Background: an optimization exercise with open tools, aiming at small area, a short achievable clock period and few clock cycles. Do not read the settings as production practice.
In this exercise RTL edits were held to simulation tests only and were not proved equivalent to the original.

## design.v

```verilog
module sha256_core (
    input  wire         clk,
    input  wire         rst,         
    input  wire         msg_valid,
    output wire         msg_ready,
    input  wire         msg_first,
    input  wire [31:0]  msg_word,
    output reg          done,
    output wire [255:0] digest
);
    localparam [255:0] IV = {32'h6a09e667, 32'hbb67ae85, 32'h3c6ef372, 32'ha54ff53a,
                             32'h510e527f, 32'h9b05688c, 32'h1f83d9ab, 32'h5be0cd19};
    reg  [3:0]  wcnt;     
    reg         wfull;    
    reg         pend;     
    reg         fin;      
    reg  [5:0]  rnd;      
    reg         ivsel;    
    reg         ok;       
    reg         rpl;      
    reg  [1:0]  rpc;      
    reg         rp;       
    reg  [31:0] w [0:15];
    reg  [31:0] a, b, c, d, e, f, g, h;
    reg  [31:0] h0, h1, h2, h3, h4, h5, h6, h7;
    assign msg_ready = ~wfull;
    assign digest    = {h0, h1, h2, h3, h4, h5, h6, h7};
    wire accept = msg_valid & ~wfull;
    wire go     = (pend | wfull) & ~rpl;     
    wire rp_end = rpl & (rpc == 2'd3);
    wire ld_iv  = (accept & (wcnt == 4'd0) & msg_first) | (rp_end & ivsel);
    wire ld_h   = fin | rpl;                 
    wire ff     = ld_h | (go & (rnd[5:2] == 4'hf) & (rnd[1:0] != 2'd0));
    wire rot    = (rpl & (rpc == 2'd0)) | (rp & go);    
    wire ok_nx  = ld_iv | fin | rp_end | (go & ok);
    function [31:0] rotr(input [31:0] x, input integer n);
        rotr = (x >> n) | (x << (32 - n));
    endfunction
    reg  [31:0] k_t, k_nx;
    wire [5:0]  rnd_nx = (rst | rpl) ? 6'd0 : go ? rnd + 6'd1 : rnd;
    always @(posedge clk)
        k_t <= k_nx;
    always @(*) begin
        case (rnd_nx)
            6'd0:  k_nx = 32'h428a2f98; 6'd1:  k_nx = 32'h71374491;
            6'd2:  k_nx = 32'hb5c0fbcf; 6'd3:  k_nx = 32'he9b5dba5;
            6'd4:  k_nx = 32'h3956c25b; 6'd5:  k_nx = 32'h59f111f1;
            6'd6:  k_nx = 32'h923f82a4; 6'd7:  k_nx = 32'hab1c5ed5;
            6'd8:  k_nx = 32'hd807aa98; 6'd9:  k_nx = 32'h12835b01;
            6'd10: k_nx = 32'h243185be; 6'd11: k_nx = 32'h550c7dc3;
            6'd12: k_nx = 32'h72be5d74; 6'd13: k_nx = 32'h80deb1fe;
            6'd14: k_nx = 32'h9bdc06a7; 6'd15: k_nx = 32'hc19bf174;
            6'd16: k_nx = 32'he49b69c1; 6'd17: k_nx = 32'hefbe4786;
            6'd18: k_nx = 32'h0fc19dc6; 6'd19: k_nx = 32'h240ca1cc;
            6'd20: k_nx = 32'h2de92c6f; 6'd21: k_nx = 32'h4a7484aa;
            6'd22: k_nx = 32'h5cb0a9dc; 6'd23: k_nx = 32'h76f988da;
            6'd24: k_nx = 32'h983e5152; 6'd25: k_nx = 32'ha831c66d;
            6'd26: k_nx = 32'hb00327c8; 6'd27: k_nx = 32'hbf597fc7;
            6'd28: k_nx = 32'hc6e00bf3; 6'd29: k_nx = 32'hd5a79147;
            6'd30: k_nx = 32'h06ca6351; 6'd31: k_nx = 32'h14292967;
            6'd32: k_nx = 32'h27b70a85; 6'd33: k_nx = 32'h2e1b2138;
            6'd34: k_nx = 32'h4d2c6dfc; 6'd35: k_nx = 32'h53380d13;
            6'd36: k_nx = 32'h650a7354; 6'd37: k_nx = 32'h766a0abb;
            6'd38: k_nx = 32'h81c2c92e; 6'd39: k_nx = 32'h92722c85;
            6'd40: k_nx = 32'ha2bfe8a1; 6'd41: k_nx = 32'ha81a664b;
            6'd42: k_nx = 32'hc24b8b70; 6'd43: k_nx = 32'hc76c51a3;
            6'd44: k_nx = 32'hd192e819; 6'd45: k_nx = 32'hd6990624;
            6'd46: k_nx = 32'hf40e3585; 6'd47: k_nx = 32'h106aa070;
            6'd48: k_nx = 32'h19a4c116; 6'd49: k_nx = 32'h1e376c08;
            6'd50: k_nx = 32'h2748774c; 6'd51: k_nx = 32'h34b0bcb5;
            6'd52: k_nx = 32'h391c0cb3; 6'd53: k_nx = 32'h4ed8aa4a;
            6'd54: k_nx = 32'h5b9cca4f; 6'd55: k_nx = 32'h682e6ff3;
            6'd56: k_nx = 32'h748f82ee; 6'd57: k_nx = 32'h78a5636f;
            6'd58: k_nx = 32'h84c87814; 6'd59: k_nx = 32'h8cc70208;
            6'd60: k_nx = 32'h90befffa; 6'd61: k_nx = 32'ha4506ceb;
            6'd62: k_nx = 32'hbef9a3f7; default: k_nx = 32'hc67178f2;
        endcase
    end
    function [31:0] add32(input [31:0] x, input [31:0] y);
        reg [31:0] gg, pp, p0;
        integer l, j;
        begin
            gg = x & y;
            pp = x ^ y;
            p0 = pp;
            for (l = 0; l < 5; l = l + 1)
                for (j = 0; j < 32; j = j + 1)
                    if ((j >> l) & 1) begin
                        gg[j] = gg[j] | (pp[j] & gg[((j >> l) << l) - 1]);
                        pp[j] = pp[j] & pp[((j >> l) << l) - 1];
                    end
            add32 = p0 ^ {gg[30:0], 1'b0};
        end
    endfunction
    function [63:0] csa(input [31:0] x, input [31:0] y, input [31:0] z);
        csa = {x ^ y ^ z, ((x & y) | (x & z) | (y & z)) << 1};
    endfunction
    wire [31:0] big_s1 = rotr(e, 6) ^ rotr(e, 11) ^ rotr(e, 25);
    wire [31:0] big_s0 = rotr(a, 2) ^ rotr(a, 13) ^ rotr(a, 22);
    wire [31:0] ch     = g ^ (e & (f ^ g));
    wire [31:0] maj    = (a & b) | (c & (a | b));
    wire [63:0] hwk = csa(h, w[15], k_t);
    wire [63:0] u   = csa(hwk[63:32], hwk[31:0], big_s1);
    wire [63:0] x   = csa(ch, big_s0, maj);
    wire [63:0] ea  = csa(u[63:32], u[31:0], ch);
    wire [63:0] eb  = csa(ea[63:32], ea[31:0], d);
    wire [63:0] aa  = csa(u[63:32], u[31:0], x[63:32]);
    wire [63:0] ab  = csa(aa[63:32], aa[31:0], x[31:0]);
    wire [31:0] e_new = add32(eb[63:32], eb[31:0]);
    wire [31:0] a_new = add32(ab[63:32], ab[31:0]);
    wire [31:0] sml_s0 = rotr(w[1], 7)  ^ rotr(w[1], 18)  ^ (w[1] >> 3);
    wire [31:0] sml_s1 = rotr(w[14], 17) ^ rotr(w[14], 19) ^ (w[14] >> 10);
    wire [63:0] wa     = csa(sml_s1, w[9], sml_s0);
    wire [63:0] wb     = csa(wa[63:32], wa[31:0], w[0]);
    wire [31:0] w_next = add32(wb[63:32], wb[31:0]);
    reg  [31:0] iv_a, iv_e;
    always @(*) begin
        case (rnd[1:0])
            2'd1:    begin iv_a = IV[159:128]; iv_e = IV[31:0];   end
            2'd2:    begin iv_a = IV[191:160]; iv_e = IV[63:32];  end
            2'd3:    begin iv_a = IV[223:192]; iv_e = IV[95:64];  end
            default: begin iv_a = IV[255:224]; iv_e = IV[127:96]; end
        endcase
    end
    wire [31:0] ff_a = add32((ivsel & ~rpl) ? iv_a : h3, rpl ? 32'd0 : a);
    wire [31:0] ff_e = add32((ivsel & ~rpl) ? iv_e : h7, rpl ? 32'd0 : e);
    integer i;
    always @(posedge clk) begin
        if (rst) begin
            wcnt  <= 4'd0;
            wfull <= 1'b0;
            pend  <= 1'b0;
            fin   <= 1'b0;
            rnd   <= 6'd0;
            done  <= 1'b0;
            ok    <= 1'b0;
            rpl   <= 1'b0;
            rpc   <= 2'd0;
            rp    <= 1'b0;
        end else begin
            pend <= accept;
            done <= fin;
            fin  <= go & wfull & (rnd == 6'd63);
            ok   <= ok_nx;
            rnd  <= rnd_nx;
            if (accept) begin
                wcnt <= wcnt + 4'd1;
                if (wcnt == 4'd15) begin
                    wfull <= 1'b1;
                    if (!ok_nx)
                        rpl <= 1'b1;
                end
            end
            if (rpl) begin
                rpc <= rpc + 2'd1;
                if (rpc == 2'd3) begin
                    rpl <= 1'b0;
                    rp  <= 1'b1;
                end
            end
            if (go) begin
                if (rnd == 6'd14)
                    rp <= 1'b0;
                if (rnd == 6'd63)
                    wfull <= 1'b0;
            end
        end
    end
    always @(posedge clk) begin
        if (accept && wcnt == 4'd0)
            ivsel <= msg_first;
        if (accept || (wfull && !rpl) || rot) begin
            for (i = 0; i < 15; i = i + 1)
                w[i] <= w[i + 1];
            w[15] <= rot ? w[0] : wfull ? w_next : msg_word;
        end
        if (ff) begin
            h0 <= ff_a; h1 <= h0; h2 <= h1; h3 <= h2;
            h4 <= ff_e; h5 <= h4; h6 <= h5; h7 <= h6;
        end
        if (ld_iv) begin
            a <= IV[255:224]; b <= IV[223:192]; c <= IV[191:160]; d <= IV[159:128];
            e <= IV[127:96];  f <= IV[95:64];   g <= IV[63:32];   h <= IV[31:0];
        end else if (ld_h) begin
            a <= ff_a; b <= h0; c <= h1; d <= h2;
            e <= ff_e; f <= h4; g <= h5; h <= h6;
        end else begin
            h <= g;
            g <= f;
            f <= e;
            e <= e_new;
            d <= c;
            c <= b;
            b <= a;
            a <= a_new;
        end
    end
endmodule
```

## flow/run.sh

```bash
#!/bin/bash
set -euo pipefail
bash standard.sh "BUFFER_PORTS_ARGS=-buffer_cell sky130_fd_sc_hd__buf_1" \
    SETUP_SLACK_MARGIN=5.5 finish > make.log 2>&1
```

## standard.sh

```bash
#!/bin/bash
# synth_recipe.tcl (not shown) runs the flow's synth.tcl, then flattens the netlist and writes it again
# the make line also repeats each setting of config.mk as NAME=value (left out here)
make -C /OpenROAD-flow-scripts/flow DESIGN_CONFIG=/design/flow/config.mk WORK_HOME=/design/flow/orfs CLKGATE_MAP_FILE= SYNTH_SCRIPT=/design/flow/synth_recipe.tcl "${@:-finish}"
```

## config.mk

```make
export PLATFORM = sky130hd
export DESIGN_NAME = sha256_core
export DESIGN_NICKNAME = sha256_core
export VERILOG_FILES = /design/flow/design.v
export SDC_FILE = /design/flow/constraint.sdc
export NUM_CORES = 4
export LEC_CHECK = 0
export ABC_AREA = 1
export CAP_MARGIN = 20
export CORE_MARGIN = 2
export CORE_UTILIZATION = 35
export CTS_CLUSTER_DIAMETER = 80
export CTS_CLUSTER_SIZE = 20
export SLEW_MARGIN = 20
```

## constraint.sdc

```tcl
create_clock -name core_clock -period 10.0 [get_ports {clk}]
set_input_delay 2.0000 -clock core_clock [delete_from_list [all_inputs] [get_ports {clk}]]
set_output_delay 2.0000 -clock core_clock [all_outputs]
set_load 0.01 [all_outputs]
```

==> results.txt, run 1 <==
- Counting along the longest clock path gives a buffer depth of 3.
- The post-layout net count is 6078.
- At the pin with the least slew margin, the transition time is 1080 ps.
- The slowest library cell on the worst path is fa_1.
- The post-synthesis net count is 5818.
- For this run, the number of Yosys warnings is 2.
- The worst setup path is launched from a register.
- Leaving out fill and tap cells, the most frequent cells in the layout are nand2_1 (1087), edfxtp_1 (769), inv_1 (693).
- The placement-stage cell area is 58400 um2.
- The area enclosed by the die boundary is 161000 um2.
- After routing, the total negative slack on setup checks comes to 0 ps.
- The hold violation total from the final report is 0.
- The clock tree synthesis step divided the H-tree into 3 levels.
- The number of global-route vias before repair is 37900.
- The number of clock buffers added by TritonCTS is 75.
- The endpoint identified for the worst register-to-register timing path is a[17]$_SDFF_PP0_.
- The global placer's final weighted congestion is 0.944.
- The worst clock skew is 63.7 ps.
- The synthesized flop and latch total is 1076.
- The root buffer cell chosen for the clock tree is clkbuf_16.
- TritonCTS built the clock tree.
- In this run the tool buffered the top-level ports with 293 buffer cells.
- The die is 401 um tall.
- Yosys mapped a number of flops with a built-in enable equal to 769.
- Walking the worst path, the cells encountered are fa_1 > fa_1 > inv_1 > fa_1 > inv_1 > fa_1 > ha_1 > nand2_1 > nor2_2 > a21oi_4 > nand2_8 > fa_1 > xnor2_1 > a211oi_1.
- The area of the mapped netlist is 55100 um2.
- The count of final max-slew check failures came to 0.
- Dividing the final minimum period by the clock period gives 44.6%.
- The number of antenna violations at the first check in global routing is 5.
- Of all nets on the critical path, the largest fanout is 5.
- The number of different library cells in the post-synthesis netlist is 55.
- Data arrives at the worst endpoint at 5110 ps.
- The detailed router finished its first iteration with 4094 violations.
- The synthesized instance count is 5310.
- The worst hold path terminates at w[1][3]$_DFFE_PP_.
- The total wire length is 182 mm.
- The latest clock arrival within the worst-skew pair is 740 ps.
- The share of synthesized registers carrying an async set or reset is 0%.
- The share of post-route cells with drive strength above 1 is 8.69%.
- For this run, the leading register cell type out of synthesis is edfxtp_1.
- The filler-free cell count of the finished design is 7683.
- The final critical-path required period is 4460 ps.
- The startpoint identified for the worst hold timing path is w[2][3]$_DFFE_PP_.
- The detail route stage leaves a number of antenna-violating nets equal to 0.
- The total instance count after detailed placement is 7499.
- The wire-length estimate of the detail-placed layout is 137 mm.
- The kind of cell with the highest combined delay along the critical path is adder cells.
- For this run, the detailed router's first-pass iteration total came to 8.
- Once layout is done, the placed cells without fillers occupy 62300 um2.
- The standard cell core area is 156000 um2.
- The effective utilization at floorplan is 35.3%.
- Averaged over all synthesized cells, the footprint is 10.4 um2.
- The part of the Yosys area used for sequential elements is 53.1%.
- Dividing the detail-routed wire length by the instance count gives 23.7 um.
- Among the stages of the critical path, the cell type that occurs most often is fa_1.
- The x dimension of the die is 401 um.
- The number of max-cap violations is 0.
- The first global-routing pass estimated 259 mm of wire.
- The clock net in this run drives a total of 1076 sinks.
- The length in cells of the worst reg-to-reg path is 14.
- The global router's overall resource usage is 22.0%.
- STA puts the critical path data required time at 10640 ps.
- The clock input transition at the sequential cells of the worst setup and hold paths is 90 ps.
- The worst setup path is captured at a register.
- Relative to the synthesized area, the layout overhead comes to 13.1%.
- The worst hold path belongs to the class reg -> reg.
- The post-cts hold buffer count is 0.
- Setup repair after global routing could not meet its margin everywhere.
- The maximum clock frequency is 224 MHz.
- The flop-to-flop setup slack is 5540 ps.
- The most common cell after layout, fill and taps aside is nand2_1.
- Entering global routing, the biggest net connects 203 pins.
- The combined buffer and inverter count along the critical path is 2.
- The startpoint identified for the worst register-to-register timing path is w[15][13]$_DFFE_PP_.
- The setup-violating endpoint count in the final report is 0.
- Measured against its own limit, the worst slew margin works out to 28.0%.
- The critical path in this run is classified as reg -> reg.
- In the routed design, unresolved DRC markers number 0.
- The initialized floorplan defines 145 standard-cell rows.
- Detailed routing inserted a total of 39600 vias.
- On the worst path, the slowest cell contributes a delay of 560 ps.
- Using the TritonRoute via totals, the vias-per-cell ratio works out to 5.16.
- The run finished with no timing, DRC or antenna violations.
- The top-level port count is 294.
- For this run the aggregate overflow at the end of global routing stands at 0.
- The worst hold path stage count is 0.
==> cells by family (layout without fill, tap and decap cells) <==
family,after synthesis,count (layout),synth area share [%]
buffers and inverters,923,1234,6.38
DFF,1076,1076,53.1
muxes,1,1,0.0182
AOI/OAI and AO/OA,611,611,6.50
and+or+nand+nor,1923,1926,14.5
adders and majority gates,490,490,15.1
other,0,1,0
xor gates and xnor gates,286,286,4.55
==> synthesized netlist by cell type (2+ instances only) <==
cell type	n	area, um2
a211oi_1	36	270
a21boi_0	17	128
a21o_1	16	120
a21oi_1	232	1160
a311oi_1	2	17.5
a31oi_1	16	100
and2_1	12	75.1
buf_1	17	63.8
buf_2	25	125
buf_4	5	37.5
clkbuf_1	145	544
clkinv_1	4	15.0
dfxtp_1	307	6150
edfxtp_1	769	23100
fa_1	295	5910
ha_1	177	2210
inv_1	711	2670
inv_2	16	60.1
maj3_1	18	180
nand2_1	1118	4200
nand2_2	3	18.8
nand3_1	380	1900
nand3b_1	10	75.1
nand4_1	8	50.1
nor2_1	325	1220
nor2_2	7	43.8
nor3_1	21	105
nor3_2	2	20.0
nor4_1	5	31.3
o2111ai_1	3	26.3
o211ai_1	80	601
o21a_1	11	82.6
o21ai_0	138	691
o21ai_1	29	145
o21bai_1	15	113
o22ai_1	7	43.8
o31ai_1	2	15.0
or2_1	2	12.5
or2_2	24	150
xnor2_1	140	1230
xor2_1	146	1280
==> worst max-delay path by stage <==
| stage | startpoint | end | slack (ps) | cells past startpoint |
|---|---|---|---|---|
| 2_1_floorplan | msg_valid | w[0][0]$_DFFE_PP_ | 2470 | 4 |
| 3_5_place_dp | rpl$_SDFF_PP0_ | e[17]$_SDFF_PP1_ | 3820 | 18 |
| 6_report | w[15][13]$_DFFE_PP_ | a[17]$_SDFF_PP0_ | 5540 | 14 |
| 5_1_grt | e[14]$_SDFF_PP1_ | a[17]$_SDFF_PP0_ | 5400 | 17 |
| 4_1_cts | w[15][10]$_DFFE_PP_ | e[17]$_SDFF_PP1_ | 5460 | 12 |
| 3_3_place_gp | rpl$_SDFF_PP0_ | e[17]$_SDFF_PP1_ | 3960 | 18 |
==> routing by layer <==
layer  GRT usage, %  wire length (um)
met5              0                27
met4           9.03              8490
met3           3.94             15100
met2           34.3             81700
met1           30.1             76400
==> layout make-up <==
cell class              instances  area, um2
clock inverters                23        318
diodes                          1       2.50
multi-input cells            3314      23400
inverters                     731       2780
fillers                     15200      93900
well taps                    2058       2570
flip-flops and latches       1076      29400
clock buffers                 108       2060
repair buffers                372       1830
==> worst register-to-register path: cells and delay by family, from the launching register on <==
| kind | cells | cell delay [ps] |
|---|---|---|
| fa+ha+maj | 6 | 2820 |
| flops | 1 | 450 |
| compound gates | 2 | 450 |
| simple gates | 3 | 380 |
| buf+inv | 2 | 150 |
| xor+xnor | 1 | 140 |
==> state kept, by name, indices dropped and copies added, names as in the netlist, 6 cells and up <==
register  count
a            32
b            32
c            32
d            32
e            32
f            32
g            32
h            32
h0           32
h1           32
h2           32
h3           32
h4           32
h5           32
h6           32
h7           32
k_t          32
rnd           6
w           512
==> through the flow <==
| stage | worst slack (ps) | hold slack [ps] | util (%) |
|---|---|---|---|
| after floorplan | 2470 | 400 | - |
| after global placement | 3960 | 400 | 37.4 |
| after detailed placement | 3820 | 405 | 37.4 |
| after CTS | 5460 | 399 | 39.2 |
| after global routing | 5400 | 397 | 39.9 |
| final | 5540 | 394 | 39.9 |
==> what timing repair did <==
| action | 4_1_cts | 5_1_grt |
|---|---|---|
| pin swaps | 9 | 44 |
| gates resized for setup | 148 | 191 |
| gates cloned | 0 | 3 |
| endpoints found under the setup margin | 598 | 567 |
| buffers inserted | 18 | 31 |
Testbench counts, summed over its fixed seeds: cycles 24,976.
==> run 2: changes to the inputs <==
--- a/design.v
+++ b/design.v
@@ -18,20 +18,20 @@
     reg         ivsel;    
     reg         ok;       
     reg         rpl;      
-    reg  [1:0]  rpc;      
+    reg  [4:0]  rpc;      
+    reg  [3:0]  mis;      
     reg         rp;       
     reg  [31:0] w [0:15];
     reg  [31:0] a, b, c, d, e, f, g, h;
     reg  [31:0] h0, h1, h2, h3, h4, h5, h6, h7;
-    assign msg_ready = ~wfull;
+    assign msg_ready = ~wfull & (mis == 4'd0);
     assign digest    = {h0, h1, h2, h3, h4, h5, h6, h7};
-    wire accept = msg_valid & ~wfull;
+    wire accept = msg_valid & msg_ready;
     wire go     = (pend | wfull) & ~rpl;     
-    wire rp_end = rpl & (rpc == 2'd3);
+    wire rp_end = rpl & (rpc == 5'd16);
     wire ld_iv  = (accept & (wcnt == 4'd0) & msg_first) | (rp_end & ivsel);
-    wire ld_h   = fin | rpl;                 
+    wire ld_h   = fin | (rpl & (rpc >= 5'd13));    
     wire ff     = ld_h | (go & (rnd[5:2] == 4'hf) & (rnd[1:0] != 2'd0));
-    wire rot    = (rpl & (rpc == 2'd0)) | (rp & go);    
     wire ok_nx  = ld_iv | fin | rp_end | (go & ok);
     function [31:0] rotr(input [31:0] x, input integer n);
         rotr = (x >> n) | (x << (32 - n));
@@ -135,7 +135,8 @@
             done  <= 1'b0;
             ok    <= 1'b0;
             rpl   <= 1'b0;
-            rpc   <= 2'd0;
+            rpc   <= 5'd0;
+            mis   <= 4'd0;
             rp    <= 1'b0;
         end else begin
             pend <= accept;
@@ -151,9 +152,14 @@
                         rpl <= 1'b1;
                 end
             end
+            if (!accept && !wfull && wcnt != 4'd0)
+                mis <= mis + 4'd1;
+            else
+                mis <= 4'd0;
             if (rpl) begin
-                rpc <= rpc + 2'd1;
-                if (rpc == 2'd3) begin
+                rpc <= rpc + 5'd1;
+                if (rpc == 5'd16) begin
+                    rpc <= 5'd0;
                     rpl <= 1'b0;
                     rp  <= 1'b1;
                 end
@@ -169,11 +175,9 @@
     always @(posedge clk) begin
         if (accept && wcnt == 4'd0)
             ivsel <= msg_first;
-        if (accept || (wfull && !rpl) || rot) begin
-            for (i = 0; i < 15; i = i + 1)
-                w[i] <= w[i + 1];
-            w[15] <= rot ? w[0] : wfull ? w_next : msg_word;
-        end
+        for (i = 0; i < 15; i = i + 1)
+            w[i] <= w[i + 1];
+        w[15] <= accept ? msg_word : (wfull & ~rpl & ~rp) ? w_next : w[0];
         if (ff) begin
             h0 <= ff_a; h1 <= h0; h2 <= h1; h3 <= h2;
             h4 <= ff_e; h5 <= h4; h6 <= h5; h7 <= h6;
==> run 2 against run 1 <==
Critical path depth rose by 2. Clock skew down 29 ps. Die area decreased by 8.4%. Sequential share of layout area down 3.9 points. Register-to-register slack improved by 20 ps. Flip-flop and latch count up 7. Critical path type unchanged. Highest routed layer unchanged.
==> results.txt, run 2 <==
- Run status: timing/DRC/antenna clean (unchanged).
- The TritonCTS clock tree is yes (unchanged).
- The total wire length is 168 mm (was 182 mm).
- Cell types with the largest area share after synthesis: dfxtp_1 (33%), edfxtp_1 (15%), fa_1 (12%), nand2_1 (7.4%), inv_1 (5.7%) (was edfxtp_1 (42%), dfxtp_1 (11%), fa_1 (11%), nand2_1 (7.6%), inv_1 (4.8%)).
- The most common cell after layout, fill and taps aside is nand2_1 (unchanged).
- Highest-count cells in the layout ignoring fill and taps: nand2_1 (974), inv_1 (758), dfxtp_1 (756) (was nand2_1 (1087), edfxtp_1 (769), inv_1 (693)).
- The post-cts hold buffer count is 0 (unchanged).
- The standard cell core area came to 143000 um2 (was 156000 um2).
- The post-synthesis net count is 5859 (was 5818).
- The post-detailed-route wirelength per cell is 22.3 um (was 23.7 um).
- The ratio of final minimum period to clock period came to 44.5% (was 44.6%).
- The x dimension of the die is 384 um (was 401 um).
- The clock root buffer is clkbuf_16 (unchanged).
- The clock input transition at the sequential cells of the worst setup and hold paths is 80 ps (was 90 ps).
- List of most frequent post-synthesis cells: nand2_1 (995), dfxtp_1 (826), inv_1 (763), nor2_1 (396), nand3_1 (380) (was nand2_1 (1118), edfxtp_1 (769), inv_1 (711), nand3_1 (380), nor2_1 (325)).
- The count of vias placed by the detailed router is 37500 (was 39600).
- The part of the Yosys area used for sequential elements is 48.1% (was 53.1%).
- The global-route congestion overflow total was 0 (unchanged).
- The actual transition at the worst max-transition pin came to 1080 ps (about the same).
- The clock tree buffer depth is 3 (unchanged).
- The area of the mapped netlist is 50400 um2 (was 55100 um2).
- The top-level port count is 294 (unchanged).
- The worst hold margin was 311 ps (was 394 ps).
- The mean cell area of the mapped netlist is 9.43 um2 (was 10.4 um2).
- The type of the worst setup path is reg -> reg (unchanged).
- The kind of end point of the critical path is a register (unchanged).
- The pin count of the biggest net entering global routing is 186 (was 203).
- The fraction of synthesized cell area taken by the top area cell type is 32.8% (was 41.9%).
- The number of antenna-violating nets in the routed design was 0 (unchanged).
- Unrepaired setup endpoints after global routing: true (unchanged).
- The filler-free cell count of the finished design is 7520 (was 7683).
- The area enclosed by the die boundary is 147000 um2 (was 161000 um2).
- The global placer's final weighted congestion is 0.921 (was 0.944).
- The most numerous cell in the Yosys netlist was nand2_1 (unchanged).
- The final critical-path required period is 4450 ps (was 4460 ps).
- The placed wire-length estimate was 130 mm (was 137 mm).
- The count of H-tree levels built during CTS is 3 (unchanged).
- The count of flip-flops with a built-in enable after synthesis is 257 (was 769).
- The synthesized flop and latch total came to 1083 (was 1076).
- The maximum clock frequency was 225 MHz (was 224 MHz).
- The wire length of the first global-routing pass came to 242 mm (was 259 mm).
- The setup-violating endpoint count in the final report is 0 (unchanged).
- The largest fanout on the critical path is 6 (was 5).
- The synthesized instance count is 5348 (was 5310).
- The number of different library cells in the post-synthesis netlist was 50 (was 55).
- The worst clock skew came to 34.9 ps (was 63.7 ps).
- The top register by number of flip-flops is w (unchanged).
- The total instance count after detailed placement was 7377 (was 7499).
- The placement-stage cell area is 53400 um2 (was 58400 um2).
- The post-layout net count is 6077 (was 6078).
- The number of global-route vias before repair is 36400 (was 37900).
- The ratio of routed vias to standard cells is 4.99 (was 5.16).
- The data arrival time of the worst path is 5070 ps (was 5110 ps).
- The flip-flop count of the largest register after layout is 512 (unchanged).
- The DRC marker count from the first detailed-route iteration came to 3485 (was 4094).
- The count of final max-slew check failures is 0 (unchanged).
- The placement row count is 139 (was 145).
- The area of all placed cells without fillers was 56500 um2 (was 62300 um2).
- The synthesis warning total is 2 (unchanged).
- The post-route DRC violation count is 0 (unchanged).
- The latest clock arrival within the worst-skew pair came to 720 ps (was 740 ps).
- The number of inserted filler cells in the final layout came to 14300 (was 15200).
- The data required time of the critical path is 10630 ps (was 10640 ps).
- The worst slew margin relative to its limit came to 28.0% (about the same).
- The share of post-route cells with drive strength above 1 is 6.29% (was 8.69%).
- The dominant cell type by area after synthesis is dfxtp_1 (was edfxtp_1).
- The synthesis-to-finish area growth came to 12.0% (was 13.1%).
- The hold violation total from the final report was 0 (unchanged).
- The number of sinks on the clock net is 1083 (was 1076).
- The number of antenna violations at the first check in global routing is 12 (was 5).
- The post-route setup TNS came to 0 ps (unchanged).
- The number of buffers inserted by port buffering is 293 (unchanged).
- The launching element type of the critical path is a register (unchanged).
- The effective utilization at floorplan was 35.2% (was 35.3%).
- The global router's overall resource usage is 22.5% (was 22.0%).
- The number of max-cap violations is 0 (unchanged).
- The detailed-routing iteration count for the pre-antenna-repair pass is 6 (was 8).
- The top flip-flop cell by instance count after synthesis is dfxtp_1 (was edfxtp_1).
- The clock buffer count from CTS is 73 (was 75).
- The worst hold path class is reg -> reg (unchanged).
- The share of synthesized registers carrying an async set or reset came to 0% (unchanged).
- The die extent in y is 384 um (was 401 um).
-- run 2: worst paths after layout --
path / from / end / slack, ps / cells past startpoint
max reg2reg: e[11]$_SDFF_PP0_ / a[17]$_SDFF_PP0_ / 5550 / 16
min reg2reg: w[11][11]$_DFF_P_ / w[10][11]$_DFF_P_ / 310 / 0
min: w[11][11]$_DFF_P_ / w[10][11]$_DFF_P_ / 310 / 0
max: e[11]$_SDFF_PP0_ / a[17]$_SDFF_PP0_ / 5550 / 16
-- run 2: cell families after synthesis --
kind of cell | share of synthesized area [%]
and+or+nand+nor | 15.6
buffers and inverters | 7.40
DFF | 48.1
AOI/OAI and AO/OA | 7.44
xor gates and xnor gates | 5.12
adders and majority gates | 16.3
-- run 2: timing repair --
| item | CTS | global route |
|---|---|---|
| buffers inserted | 9 | 8 |
| setup endpoints to repair | 173 | 84 |
| pin swaps | 14 | 13 |
| resized for setup | 106 | 108 |
-- run 2: per-stage QoR --
stage                     setup slack, ps  util (%)
after floorplan                      2560         -
after global placement               3950      37.2
after detailed placement             3890      37.2
after CTS                            5480      39.1
after global routing                 5410      39.4
final                                5550      39.4
-- run 2: layout make-up --
| class | count | area (um2) | area share, % |
|---|---|---|---|
| diodes | 4 | 10.0 | 0.0177 |
| clock buffers | 95 | 1980 | 3.51 |
| clock inverters | 27 | 432 | 0.764 |
| inverters | 771 | 2910 | 5.16 |
| multi-input cells | 3302 | 22900 | 40.5 |
| flip-flops and latches | 1083 | 24400 | 43.2 |
| well taps | 1903 | 2380 | 4.22 |
| repair buffers | 335 | 1480 | 2.61 |
-- run 2: critical path, cell delays in order (launching register included) --
cell and delay [ps]:
dfxtp_4 400, o21ai_0 640, inv_1 120, fa_1 480
fa_1 550, inv_1 50, fa_1 430, ha_1 340
nand2_1 80, inv_1 50, nand2_1 60, nand2_1 120
a21oi_2 200, nand2_4 110, fa_2 390, xnor2_1 130
a211oi_1 190
-- run 2: layer usage --
| layer | up-vias | GRT usage [%] | routed length (um) |
|---|---|---|---|
| li1 | 17400 | - | - |
| met1 | 18400 | 30.6 | 71100 |
| met2 | 1459 | 34.9 | 74900 |
| met3 | 302 | 4.46 | 14200 |
| met4 | 6 | 9.22 | 7440 |
| met5 | - | 0 | 31 |
Testbench counts of run 2, summed over its fixed seeds: cycles 24,976.
==> run 3: changes to the inputs <==
--- a/config.mk
+++ b/config.mk
@@ -5,7 +5,7 @@
 export SDC_FILE = /design/flow/constraint.sdc
 export NUM_CORES = 4
 export LEC_CHECK = 0
-export ABC_AREA = 1
+export ABC_AREA = 0
 export CAP_MARGIN = 20
 export CORE_MARGIN = 2
 export CORE_UTILIZATION = 35
==> run 3 against run 2 <==
Utilization is 1.1 points higher. Count of clock-buffer cells in the layout unchanged. Via count down 9.3%. Synthesized area shrank 3.6%. Global-route usage grew 0.25 points. Non-clock buffer count is 72 higher. Maximum frequency fell by 8.6%. Worst setup slack lost 420 ps. Die area down 3.5%.
==> results.txt, run 3 <==
- The post-synthesis mux area share is 0.759% (was 0%).
- The worst hold path stage count was 0 (unchanged).
- The end of the worst register-to-register path is e[26]$_SDFF_PP0_ (was a[17]$_SDFF_PP0_).
- The post-layout net count was 5261 (was 6077).
- The area share of fa/ha/maj cells after synthesis is 17.2% (was 16.3%).
- The number of sinks on the clock net came to 1083 (unchanged).
- The final critical-path required period is 4860 ps (was 4450 ps).
- The worst slew margin relative to its limit was 30.8% (was 28.0%).
- The worst hold path endpoint is w[12][5]$_DFF_P_ (was w[10][11]$_DFF_P_).
- The setup-violating endpoint count in the final report is 0 (unchanged).
- The source of the worst hold timing path is w[13][5]$_DFF_P_ (was w[11][11]$_DFF_P_).
- The die extent in y is 377 um (was 384 um).
- The beginning of the critical path is k_t[16]$_DFF_P_ (was e[11]$_SDFF_PP0_).
- The global router's overall resource usage came to 22.7% (was 22.5%).
- The count of final max-slew check failures is 0 (unchanged).
- Highest-count cells in the layout ignoring fill and taps: dfxtp_1 (702), nand2_1 (640), buf_1 (292) (was nand2_1 (974), inv_1 (758), dfxtp_1 (756)).
- The area of the mapped netlist is 48600 um2 (was 50400 um2).
- The clock root buffer was clkbuf_16 (unchanged).
- The startpoint of the most critical register-to-register path is k_t[16]$_DFF_P_ (was e[11]$_SDFF_PP0_).
- The flop-to-flop setup slack is 5140 ps (was 5550 ps).
- The post-synthesis compound-gate area fraction came to 10.3% (was 7.44%).
- The effective utilization at floorplan is 35.3% (was 35.2%).
- The post-synthesis share of cell area spent on and, or, nand and nor gates is 10.8% (was 15.6%).
- The part of the Yosys area used for sequential elements is 49.9% (was 48.1%).
- The top register by number of flip-flops is w (unchanged).
- The number of max-cap violations came to 0 (unchanged).
- The top flip-flop cell by instance count after synthesis is dfxtp_1 (unchanged).
- The number of antenna-violating nets in the routed design was 0 (unchanged).
- The number of antenna violations at the first check in global routing is 7 (was 12).
- The clock tree buffer depth is 3 (unchanged).
- The number of inserted filler cells in the final layout is 13200 (was 14300).
- Unrepaired setup endpoints after global routing: true (unchanged).
- The launching element type of the critical path is a register (unchanged).
- The mean cell area of the mapped netlist came to 10.8 um2 (was 9.43 um2).
- The ratio of final minimum period to clock period was 48.6% (was 44.5%).
- The standard cell core area is 138000 um2 (was 143000 um2).
- The data arrival time of the worst path was 5390 ps (was 5070 ps).
- The post-synthesis net count is 5026 (was 5859).
- The synthesis-to-finish area growth is 14.6% (was 12.0%).
- The top-level port count is 294 (unchanged).
- The post-route setup TNS came to 0 ps (unchanged).
- The number of global-route vias before repair is 32900 (was 36400).
- The post-detailed-route wirelength per cell is 24.9 um (was 22.3 um).
- The clock buffer count from CTS was 73 (unchanged).
- The maximum clock frequency is 206 MHz (was 225 MHz).
- The placement-stage cell area was 51500 um2 (was 53400 um2).
- The DRC marker count from the first detailed-route iteration is 3109 (was 3485).
- The share of synthesized registers carrying an async set or reset is 0% (unchanged).
- The number of different library cells in the post-synthesis netlist is 87 (was 50).
- The x dimension of the die is 377 um (was 384 um).
- The global-route congestion overflow total is 0 (unchanged).
- The flip-flop count of the largest register after layout came to 512 (unchanged).
- The pin count of the biggest net entering global routing was 160 (was 186).
- The most common cell after layout, fill and taps aside is dfxtp_1 (was nand2_1).
- The type of the worst setup path is reg -> reg (unchanged).
- The fraction of synthesized cell area taken by the top area cell type is 34.0% (was 32.8%).
- The detailed-routing iteration count for the pre-antenna-repair pass is 6 (unchanged).
- The placement row count is 136 (was 139).
- The data required time of the critical path is 10530 ps (was 10630 ps).
- List of most frequent post-synthesis cells: dfxtp_1 (826), nand2_1 (644), inv_1 (301), xnor2_1 (296), fa_1 (295) (was nand2_1 (995), dfxtp_1 (826), inv_1 (763), nor2_1 (396), nand3_1 (380)).
- The area of all placed cells without fillers is 55700 um2 (was 56500 um2).
- The TritonCTS clock tree is yes (unchanged).
- The ratio of routed vias to standard cells came to 5.16 (was 4.99).
- The worst clock skew was 42.0 ps (was 34.9 ps).
- The synthesis warning total is 2 (unchanged).
- The placed wire-length estimate is 125 mm (was 130 mm).
- The global placer's final weighted congestion is 0.954 (was 0.921).
- The worst hold path class was reg -> reg (unchanged).
- The post-route DRC violation count is 0 (unchanged).
- The count of vias placed by the detailed router came to 34000 (was 37500).
- The synthesized flop and latch total is 1083 (unchanged).
- The hold violation total from the final report is 0 (unchanged).
- The share of post-route cells with drive strength above 1 is 12.4% (was 6.29%).
- The wire length of the first global-routing pass was 235 mm (was 242 mm).
- The post-cts hold buffer count is 0 (unchanged).
- The largest fanout on the critical path was 4 (was 6).
- The dominant combinational cell family by area after synthesis is adder cells (unchanged).
- The latest clock arrival within the worst-skew pair was 710 ps (was 720 ps).
- The count of H-tree levels built during CTS is 3 (unchanged).
- The total wire length came to 164 mm (was 168 mm).
- Run status: timing/DRC/antenna clean (unchanged).
- The count of flip-flops with a built-in enable after synthesis is 257 (unchanged).
- The kind of end point of the critical path is a register (unchanged).
- The fraction of synthesized cell area in xor and xnor cells is 6.79% (was 5.12%).
- The number of buffers inserted by port buffering is 293 (unchanged).
- The actual transition at the worst max-transition pin is 1040 ps (was 1080 ps).
- The dominant cell type by area after synthesis is dfxtp_1 (unchanged).
- The most numerous cell in the Yosys netlist is dfxtp_1 (was nand2_1).
- The area enclosed by the die boundary came to 142000 um2 (was 147000 um2).
- The clock input transition at the sequential cells of the worst setup and hold paths is 80 ps (about the same).
- The synthesized instance count is 4515 (was 5348).
- The length in cells of the worst reg-to-reg path is 17 (was 16).
- Cell types with the largest area share after synthesis: dfxtp_1 (34%), edfxtp_1 (16%), fa_1 (12%), xnor2_1 (5.3%), nand2_1 (5.0%) (was dfxtp_1 (33%), edfxtp_1 (15%), fa_1 (12%), nand2_1 (7.4%), inv_1 (5.7%)).
## run 3: layer usage
metal	routed length, um	GRT usage, %
met1	73800	32.7
met2	70300	33.7
met3	12900	4.19
met4	6910	8.69
met5	12	0
## run 3: repair_timing
| item | in CTS | in global routing |
|---|---|---|
| pin swaps | 60 | 80 |
| resized for setup | 205 | 179 |
| gates cloned | 0 | 0 |
| endpoints found under the setup margin | 111 | 76 |
| setup buffers | 36 | 30 |
| hold endpoints to repair | 0 | 0 |
## run 3: cell type report
class	count	area, um2	share of cell area (%)
Multi-Input combinational cell	2879	23500	42.2
Antenna cell	2	5.00	0.00898
Tap cell	1794	2240	4.03
Clock buffer	95	2000	3.60
Clock inverter	23	259	0.465
Sequential cell	1083	24500	44.0
Timing Repair Buffer	407	2070	3.72
Inverter	306	1150	2.06
## run 3: cell families (layout without fill, tap and decap cells)
logic type | count (synthesis) | in the layout
compound gates | 777 | 777
xor+xnor | 377 | 377
fa+ha+maj | 494 | 494
buf+inv | 553 | 831
flops | 1083 | 1083
mux | 35 | 35
other cells | 0 | 2
simple gates | 1196 | 1196
## run 3: critical path, stage by stage (launching register included)
cell,delay [ps]
dfxtp_4,370
fa_2,580
fa_2,500
fa_1,520
inv_1,50
fa_1,490
inv_2,60
ha_4,150
a21o_1,170
a21o_1,190
a221o_1,380
a221o_1,350
a21oi_4,230
buf_4,160
o21bai_2,80
a21oi_1,170
xor2_1,160
a211oi_1,80
## run 3: how the worst max path moves through the flow
stage,depth (start not counted),end,slack [ps]
floorplan,3,h0[0]$_DFFE_PP_,2550
CTS,16,e[17]$_SDFF_PP1_,5150
finish,17,e[26]$_SDFF_PP0_,5140
global route,18,a[15]$_SDFF_PP1_,5040
global placement,9,k_t[1]$_DFF_P_,3990
detailed placement,12,k_t[2]$_DFF_P_,4470
## run 3: metrics by stage
stage                     std cells  hold WS, ps  setup WS [ps]  utilization (%)
after global placement         6402          310           3990             37.4
after global routing           6587          315           5040             40.5
after floorplan                4515          310           2550                -
final                          6589          316           5140             40.5
after CTS                      6557          309           5150             39.8
after detailed placement       6403          312           4470             37.4
==> run 4: changes to the inputs <==
==> flow/run.sh (replaced) <==
#!/bin/bash
set -euo pipefail
bash standard.sh "BUFFER_PORTS_ARGS=-buffer_cell sky130_fd_sc_hd__buf_1" \
    SETUP_SLACK_MARGIN=5.6 finish > make.log 2>&1
--- a/config.mk
+++ b/config.mk
@@ -5,10 +5,10 @@
 export SDC_FILE = /design/flow/constraint.sdc
 export NUM_CORES = 4
 export LEC_CHECK = 0
-export ABC_AREA = 0
+export ABC_AREA = 1
 export CAP_MARGIN = 20
 export CORE_MARGIN = 2
-export CORE_UTILIZATION = 35
+export CORE_UTILIZATION = 40
 export CTS_CLUSTER_DIAMETER = 80
 export CTS_CLUSTER_SIZE = 20
 export SLEW_MARGIN = 20
==> run 4 against run 3 <==
Via count up 11%. Count of clock-buffer cells in the layout unchanged. Clock skew up 5.0 ps. Design area up 1.9%. Sequential share of layout area down 0.94 points. Critical path depth up 1. First-iteration DRC count up 26%. Maximum frequency up 9.6%. Hold slack worse by 9.7 ps. Register-to-register slack better by 430 ps.
==> results.txt, run 4 <==
- Run status: timing/DRC/antenna clean (unchanged).
- The global-route congestion overflow total is 0 (unchanged).
- The end of the worst register-to-register path is a[16]$_SDFF_PP1_ (was e[26]$_SDFF_PP0_).
- The least setup slack across all paths after layout is 5560 ps (was 5140 ps).
- The synthesis-to-finish area growth is 12.6% (was 14.6%).
- The top-level port count was 294 (unchanged).
- The share of post-route cells with drive strength above 1 came to 8.07% (was 12.4%).
- The launching element type of the critical path is a register (unchanged).
- The type of the worst setup path is reg -> reg (unchanged).
- The wire length of the first global-routing pass is 237 mm (was 235 mm).
- The number of buffers inserted by port buffering came to 293 (unchanged).
- The global placer's final weighted congestion came to 0.945 (was 0.954).
- Highest-count cells in the layout ignoring fill and taps: nand2_1 (963), inv_1 (755), dfxtp_1 (736) (was dfxtp_1 (702), nand2_1 (640), buf_1 (292)).
- The synthesis warning total is 2 (unchanged).
- The placed wire-length estimate is 125 mm (about the same).
- The synthesized instance count was 5348 (was 4515).
- The data arrival time of the worst path was 5010 ps (was 5390 ps).
- Cell types with the largest area share after synthesis: dfxtp_1 (33%), edfxtp_1 (15%), fa_1 (12%), nand2_1 (7.4%), inv_1 (5.7%) (was dfxtp_1 (34%), edfxtp_1 (16%), fa_1 (12%), xnor2_1 (5.3%), nand2_1 (5.0%)).
- The area enclosed by the die boundary came to 129000 um2 (was 142000 um2).
- The number of different library cells in the post-synthesis netlist came to 50 (was 87).
- The number of sinks on the clock net is 1083 (unchanged).
- The global router's overall resource usage is 25.0% (was 22.7%).
- The post-synthesis net count is 5859 (was 5026).
- The count of flip-flops with a built-in enable after synthesis is 257 (unchanged).
- The top register by number of flip-flops is w (unchanged).
- The ratio of final minimum period to clock period is 44.4% (was 48.6%).
- The post-layout net count is 6095 (was 5261).
- The area of the mapped netlist is 50400 um2 (was 48600 um2).
- The clock root buffer is clkbuf_16 (unchanged).
- The number of antenna violations at the first check in global routing is 12 (was 7).
- The number of antenna-violating nets in the routed design is 0 (unchanged).
- The latest clock arrival within the worst-skew pair is 730 ps (was 710 ps).
- The largest fanout on the critical path is 6 (was 4).
- The die extent in y was 359 um (was 377 um).
- The worst clock skew is 47.1 ps (was 42.0 ps).
- The total wire length came to 164 mm (about the same).
- The most common cell after layout, fill and taps aside is nand2_1 (was dfxtp_1).
- The count of final max-slew check failures is 0 (unchanged).
- The dominant cell type by area after synthesis is dfxtp_1 (unchanged).
- The effective utilization at floorplan is 40.2% (was 35.3%).
- The clock buffer count from CTS is 71 (was 73).
- The startpoint of the most critical register-to-register path is e[19]$_SDFF_PP1_ (was k_t[16]$_DFF_P_).
- The worst hold path class is reg -> reg (unchanged).
- The number of max-cap violations is 0 (unchanged).
- The post-placement worst setup slack came to 4280 ps (was 4470 ps).
- The clock input transition at the sequential cells of the worst setup and hold paths is 90 ps (was 80 ps).
- The part of the Yosys area used for sequential elements was 48.1% (was 49.9%).
- The post-route setup TNS came to 0 ps (unchanged).
- The kind of end point of the critical path is a register (unchanged).
- The flip-flop count of the largest register after layout is 512 (unchanged).
- The count of H-tree levels built during CTS is 3 (unchanged).
- The actual transition at the worst max-transition pin is 1050 ps (was 1040 ps).
- The worst hold path endpoint is w[2][1]$_DFF_P_ (was w[12][5]$_DFF_P_).
- The pin count of the biggest net entering global routing is 151 (was 160).
- The placement row count is 130 (was 136).
- The flop-to-flop setup slack came to 5560 ps (was 5140 ps).
- The DRC marker count from the first detailed-route iteration is 3916 (was 3109).
- The data required time of the critical path was 10580 ps (was 10530 ps).
- The final critical-path required period is 4440 ps (was 4860 ps).
- The detailed-routing iteration count for the pre-antenna-repair pass is 5 (was 6).
- The setup-violating endpoint count in the final report is 0 (unchanged).
- The worst slew margin relative to its limit came to 29.3% (was 30.8%).
- The share of synthesized registers carrying an async set or reset came to 0% (unchanged).
- The worst hold margin is 306 ps (was 316 ps).
- Unrepaired setup endpoints after global routing: true (unchanged).
- The standard cell core area was 125000 um2 (was 138000 um2).
- List of most frequent post-synthesis cells: nand2_1 (995), dfxtp_1 (826), inv_1 (763), nor2_1 (396), nand3_1 (380) (was dfxtp_1 (826), nand2_1 (644), inv_1 (301), xnor2_1 (296), fa_1 (295)).
- The post-detailed-route wirelength per cell is 22.5 um (was 24.9 um).
- The number of global-route vias before repair came to 36200 (was 32900).
- The fraction of synthesized cell area taken by the top area cell type is 32.8% (was 34.0%).
- The most numerous cell in the Yosys netlist is nand2_1 (was dfxtp_1).
- The post-route DRC violation count came to 0 (unchanged).
- The maximum clock frequency is 225 MHz (was 206 MHz).
- The worst hold path stage count was 0 (unchanged).
- The source of the worst hold timing path is w[3][1]$_DFF_P_ (was w[13][5]$_DFF_P_).
- The TritonCTS clock tree was yes (unchanged).
- The ratio of routed vias to standard cells is 5.19 (was 5.16).
- The count of vias placed by the detailed router is 37800 (was 34000).
- The clock tree buffer depth is 3 (unchanged).
- The hold violation total from the final report is 0 (unchanged).
- The x dimension of the die came to 359 um (was 377 um).
- The mean cell area of the mapped netlist was 9.43 um2 (was 10.8 um2).
- The length in cells of the worst reg-to-reg path is 18 (was 17).
- The top flip-flop cell by instance count after synthesis is dfxtp_1 (unchanged).
- The synthesized flop and latch total is 1083 (unchanged).
-- run 4: cell count changes after synthesis, sizes merged, moves of 22 or more --
| cell | before | now |
|---|---|---|
| o21ai | 145 | 247 |
| nand2 | 646 | 1000 |
| o211ai | 38 | 100 |
| nor2 | 170 | 405 |
| a21o | 77 | 16 |
| xor2 | 81 | 151 |
| clkbuf | 197 | 123 |
| inv | 305 | 770 |
| nor2b | 62 | 0 |
| nor3 | 50 | 18 |
| nand2b | 22 | 0 |
| nand3 | 153 | 383 |
| xnor2 | 296 | 144 |
| a21oi | 275 | 177 |
-- run 4: worst max-delay path: stages, from the launching register on --
cell and delay [ps]:
dfxtp_2 470, xnor2_2 170, xor2_1 250, inv_1 110, fa_2 640, inv_1 70, fa_1 480, inv_1 50
fa_1 480, ha_1 290, nand2_1 40, inv_1 70, nand2_1 100, nor3_2 180, nand2_2 120, nand2_4 150
fa_2 470, nand2_2 90, nand3_2 60
-- run 4: logic make-up after synthesis --
kind of cell | after synthesis | synth area share (%)
and+or+nand+nor | 1882 | 15.6
DFF | 1083 | 48.1
buffers and inverters | 963 | 7.40
AOI/OAI and AO/OA | 642 | 7.44
adders and majority gates | 483 | 16.3
xor gates and xnor gates | 295 | 5.12
-- run 4: worst max-delay path by stage --
stage                            startpoint          endpoint  slack, ps
after floorplan           rnd[3]$_SDFF_PP0_   h0[0]$_DFFE_PP_       2560
after global placement            msg_valid    rpl$_SDFF_PP0_       4340
after detailed placement          msg_valid    rpl$_SDFF_PP0_       4280
after CTS                  e[20]$_SDFF_PP0_  a[28]$_SDFF_PP0_       5600
after global routing       e[19]$_SDFF_PP1_  a[29]$_SDFF_PP1_       5430
final                      e[19]$_SDFF_PP1_  a[16]$_SDFF_PP1_       5560
-- run 4: layout make-up --
class / count / area [um2]
clock inverters: 22 / 339
well taps: 1650 / 2060
flip-flops and latches: 1083 / 24400
inverters: 771 / 2930
multi-input cells: 3304 / 23400
clock buffers: 95 / 1930
diodes: 4 / 10.0
repair buffers: 353 / 1700
fillers: 12100 / 68600
-- run 4: through the flow --
| stage | cells | util (%) | instance area, um2 |
|---|---|---|---|
| 2_1_floorplan | 5348 | - | 50500 |
| 3_5_place_dp | 7119 | 42.3 | 53000 |
| 3_3_place_gp | 7119 | 42.3 | 53000 |
| 6_report | 7282 | 45.3 | 56800 |
| 5_1_grt | 7278 | 45.3 | 56800 |
| 4_1_cts | 7256 | 44.5 | 55800 |
-- run 4: timing repair --
| action | CTS | global route |
|---|---|---|
| endpoints found under the setup margin | 408 | 78 |
| pin swaps | 17 | 51 |
| setup buffers | 18 | 22 |
| gates resized for setup | 141 | 192 |
| gates cloned | 2 | 0 |
| hold buffers | 0 | 0 |
| endpoints found under the hold margin | 0 | 0 |
-- run 4: routing by layer --
metal	share of wire, %	GRT usage, %	vias up
met5	0.0055	0	-
met4	3.9	9.04	2
met3	8.1	4.59	268
met2	46	40.3	1486
met1	42	33.5	18600
li1	-	-	17500

-- afterwards: timing with drivers on the ports --
No port has a modelled driver above. Below, the same layouts with a new extraction and two added sets of constraints. Step 1 (the two cells are an assumption about what drives the block):
set clk [get_ports {clk}]
set_driving_cell -lib_cell sky130_fd_sc_hd__clkbuf_16 $clk
set_driving_cell -lib_cell sky130_fd_sc_hd__buf_2 [delete_from_list [all_inputs] $clk]
Step 2, shift: input delay + t, output delay - t, t = (earliest + latest rising clock arrival at the registers) / 2. This alone moves slack from input paths to output paths. Slacks: ideal ports / drivers / drivers and shift; pairs: ideal ports / drivers.
| run | t (ns) | slack for setup (ns) | pins driven straight from the clock port |
|---|---|---|---|
| run 1 | 0.774 | 5.537 / 5.537 / 4.836 | 1 |
| run 2 | 0.779 | 5.555 / 5.555 / 4.995 | 1 |
| run 3 | 0.754 | 5.138 / 5.138 / 4.865 | 1 |
| run 4 | 0.784 | 5.565 / 5.565 / 4.985 | 1 |
After both steps setup and hold are still met in every run listed. The setup slack of run 1, which loses most, moves by 0.000 ns with the drivers and by -0.701 ns with both steps.
